What follows belongs to an exercise in optimizing a design on an open flow for small area, a short achievable clock period and few clock cycles; a production flow would make more cautious choices.
Only simulation tests tie the RTL to the original design; equivalence was not proved. The flow treats the clock pin as an ideal source, which a real chip does not have.

Setup of JK:
Design be_rank, start of the top module:
module be_rank #(
    parameter N  = 32,
    parameter IW = 5                  
) (
    input  wire          clk,
    input  wire          rst,         
    input  wire [1:0]    cfg_mode,
    input  wire          cfg_sigma_neg,    
    input  wire [7:0]    cfg_wv,
    input  wire [7:0]    cfg_wh,
    input  wire [7:0]    cfg_wt,
    input  wire [7:0]    cfg_wl,
    input  wire [3:0]    cfg_shift,
    input  wire [15:0]   cfg_vrefc,
    input  wire [7:0]    cfg_tavgp,        
    input  wire          in_valid,
    output wire          in_ready,
    input  wire          in_last,
    input  wire [15:0]   in_vcap,
    input  wire [7:0]    in_temp,          
    input  wire [9:0]    in_life,
    input  wire          in_ins,           
    input  wire          in_obs,           
    output wire          out_valid,
    input  wire          out_ready,
    output wire          out_last,
    output wire          out_unranked,
    output wire [IW-1:0] out_rank,
    output wire [15:0]   out_score
);
Size: ~6,100 cells after synthesis, roughly 1,500 flip-flops, about 130 I/O pins, about 66,000 µm² of cells after synthesis.
==> flow/config.mk <==
export PLATFORM = sky130hd
export DESIGN_NAME = be_rank
export DESIGN_NICKNAME = be_rank
export VERILOG_FILES = /design/flow/design.v
export SDC_FILE = /design/flow/constraint.sdc
export NUM_CORES = 4
export LEC_CHECK = 0
export CAP_MARGIN = 20
export CORE_MARGIN = 2
export CORE_UTILIZATION = 65
export CTS_BUF_LIST = sky130_fd_sc_hd__clkbuf_8 sky130_fd_sc_hd__clkbuf_16
export CTS_CLUSTER_DIAMETER = 60
export CTS_CLUSTER_SIZE = 30
export SLEW_MARGIN = 20
==> flow/constraint.sdc <==
create_clock -name core_clock -period 27.0 [get_ports {clk}]
set_input_delay 5.4000 -clock core_clock [delete_from_list [all_inputs] [get_ports {clk}]]
set_output_delay 5.4000 -clock core_clock [all_outputs]
set_load 0.01 [all_outputs]
standard.sh (not shown) runs the stock make flow with config.mk's settings and CLKGATE_MAP_FILE= SYNTH_SCRIPT=/design/flow/synth_recipe.tcl, a recipe that flattens the netlist after the stock synthesis.
==> flow/flow/run.sh <==
#!/bin/bash
# Standard layout, with the port buffers made from buf_2 cells.
set -euo pipefail
export BUFFER_PORTS_ARGS="-buffer_cell sky130_fd_sc_hd__buf_2"
bash standard.sh > standard.log 2>&1
JK went all the way through the flow, and no timing, DRC or antenna check failed.
Testbench counts of JK, summed over its fixed seeds: cycles 12,576.
Input changes introduced in MS (baseline for comparison: JK):
- CTS_BUF_LIST: sky130_fd_sc_hd__clkbuf_8 sky130_fd_sc_hd__clkbuf_16 -> sky130_fd_sc_hd__clkbuf_8
- CTS_CLUSTER_SIZE: 30 -> 16
- CTS_CLUSTER_DIAMETER: 60 -> 40
## What came out
- For the clock network latency to the later pin of the worst-skew pair, MS came in 0.16 ns higher than JK did.
- JK → MS: met2 layer usage reported by global route lower.
Edits applied to the flow inputs when going from MS to AL:
- CTS_CLUSTER_SIZE changed from 16 to 30
- ABC_AREA newly set to 1
- CTS_BUF_LIST removed (was sky130_fd_sc_hd__clkbuf_8)
- CTS_CLUSTER_DIAMETER changed from 40 to 60
Findings:
On AL: width of the die is 0.43% higher than what MS gave.
Higher count of clock-buffer cells in the layout among MS and AL: MS
On final cycle utilization of the critical path: AL sits below MS.
Summary of the comparison: complex-gate fraction of the synthesized area is lower in AL, relative to MS.
Synthesized netlist cell count grows by more than 10% when moving from MS to AL.
#### Input delta (TR over AL)
- a deleted ABC_AREA that had been 1
-- flow/flow/run.sh --
<<< AL, line 2
# Standard layout, with the port buffers made from buf_2 cells.
>>> TR, line 2
# Standard layout, with the port buffers made from buf_2 cells and clock
# tree synthesis without dummy loads.
<<< AL, line 5
>>> TR, line 6
export CTS_ARGS="-sink_clustering_enable -repair_clock_nets -sink_clustering_size 30 -sink_clustering_max_diameter 300 -dont_use_dummy_load"
[summary]
Main combinational cell family by area after synthesis = adder cells: TR; main combinational cell family by area after synthesis = simple AND/OR/NAND/NOR gates: AL
Relative to AL, netlist area before placement has decreased by about 0.9% in TR.
Going from AL to TR, number of inserted filler cells in the final layout moved down; end-of-flow core utilization lower; clock latency on the worst-skew pair went down 0.03 ns; actual slew at the worst max-slew pin now larger.
Number of ordinary inverters in the final layout in TR is 534 lower than in AL
AL has higher die width than TR.
Diff AL -> TR: via density per instance climbed about 7%; core outline area went down by 1.3%.
TR reached the end of the flow, and the finished layout is clean on the timing, design-rule and antenna checks.
AL ran to completion and came out clean on the timing, design-rule and antenna checks.

## port drivers added, routing unchanged
The flow's constraints put no driver on any port. The routed layouts listed below were extracted and timed again, unchanged, in two steps. Step 1 (the two cells are an assumption about what drives the block):
set clk [get_ports {clk}]
set_driving_cell -lib_cell sky130_fd_sc_hd__clkbuf_16 $clk
set_driving_cell -lib_cell sky130_fd_sc_hd__buf_2 [delete_from_list [all_inputs] $clk]
Step 2 moves the port delays by t, midway between the first and last clock arrival at a register: inputs arrive t later, outputs are due t later. That takes back most of the time a late clock gives input paths. Three values: no drivers, after step 1, after step 2; two values: the first two.
run | shift t [ns] | setup slack, ns | hold WS [ns]
JK | 0.776 | 20.355 / 20.280 / 20.496 | 0.311 / 0.311 / 0.311
MS | 0.943 | 20.160 / 20.081 / 20.498 | 0.314 / 0.314 / 0.314
AL | 0.794 | 20.245 / 20.171 / 20.382 | 0.331 / 0.331 / 0.331
TR | 0.754 | 20.353 / 20.279 / 20.489 | 0.330 / 0.330 / 0.330
After both steps setup and hold are still met in every run listed.
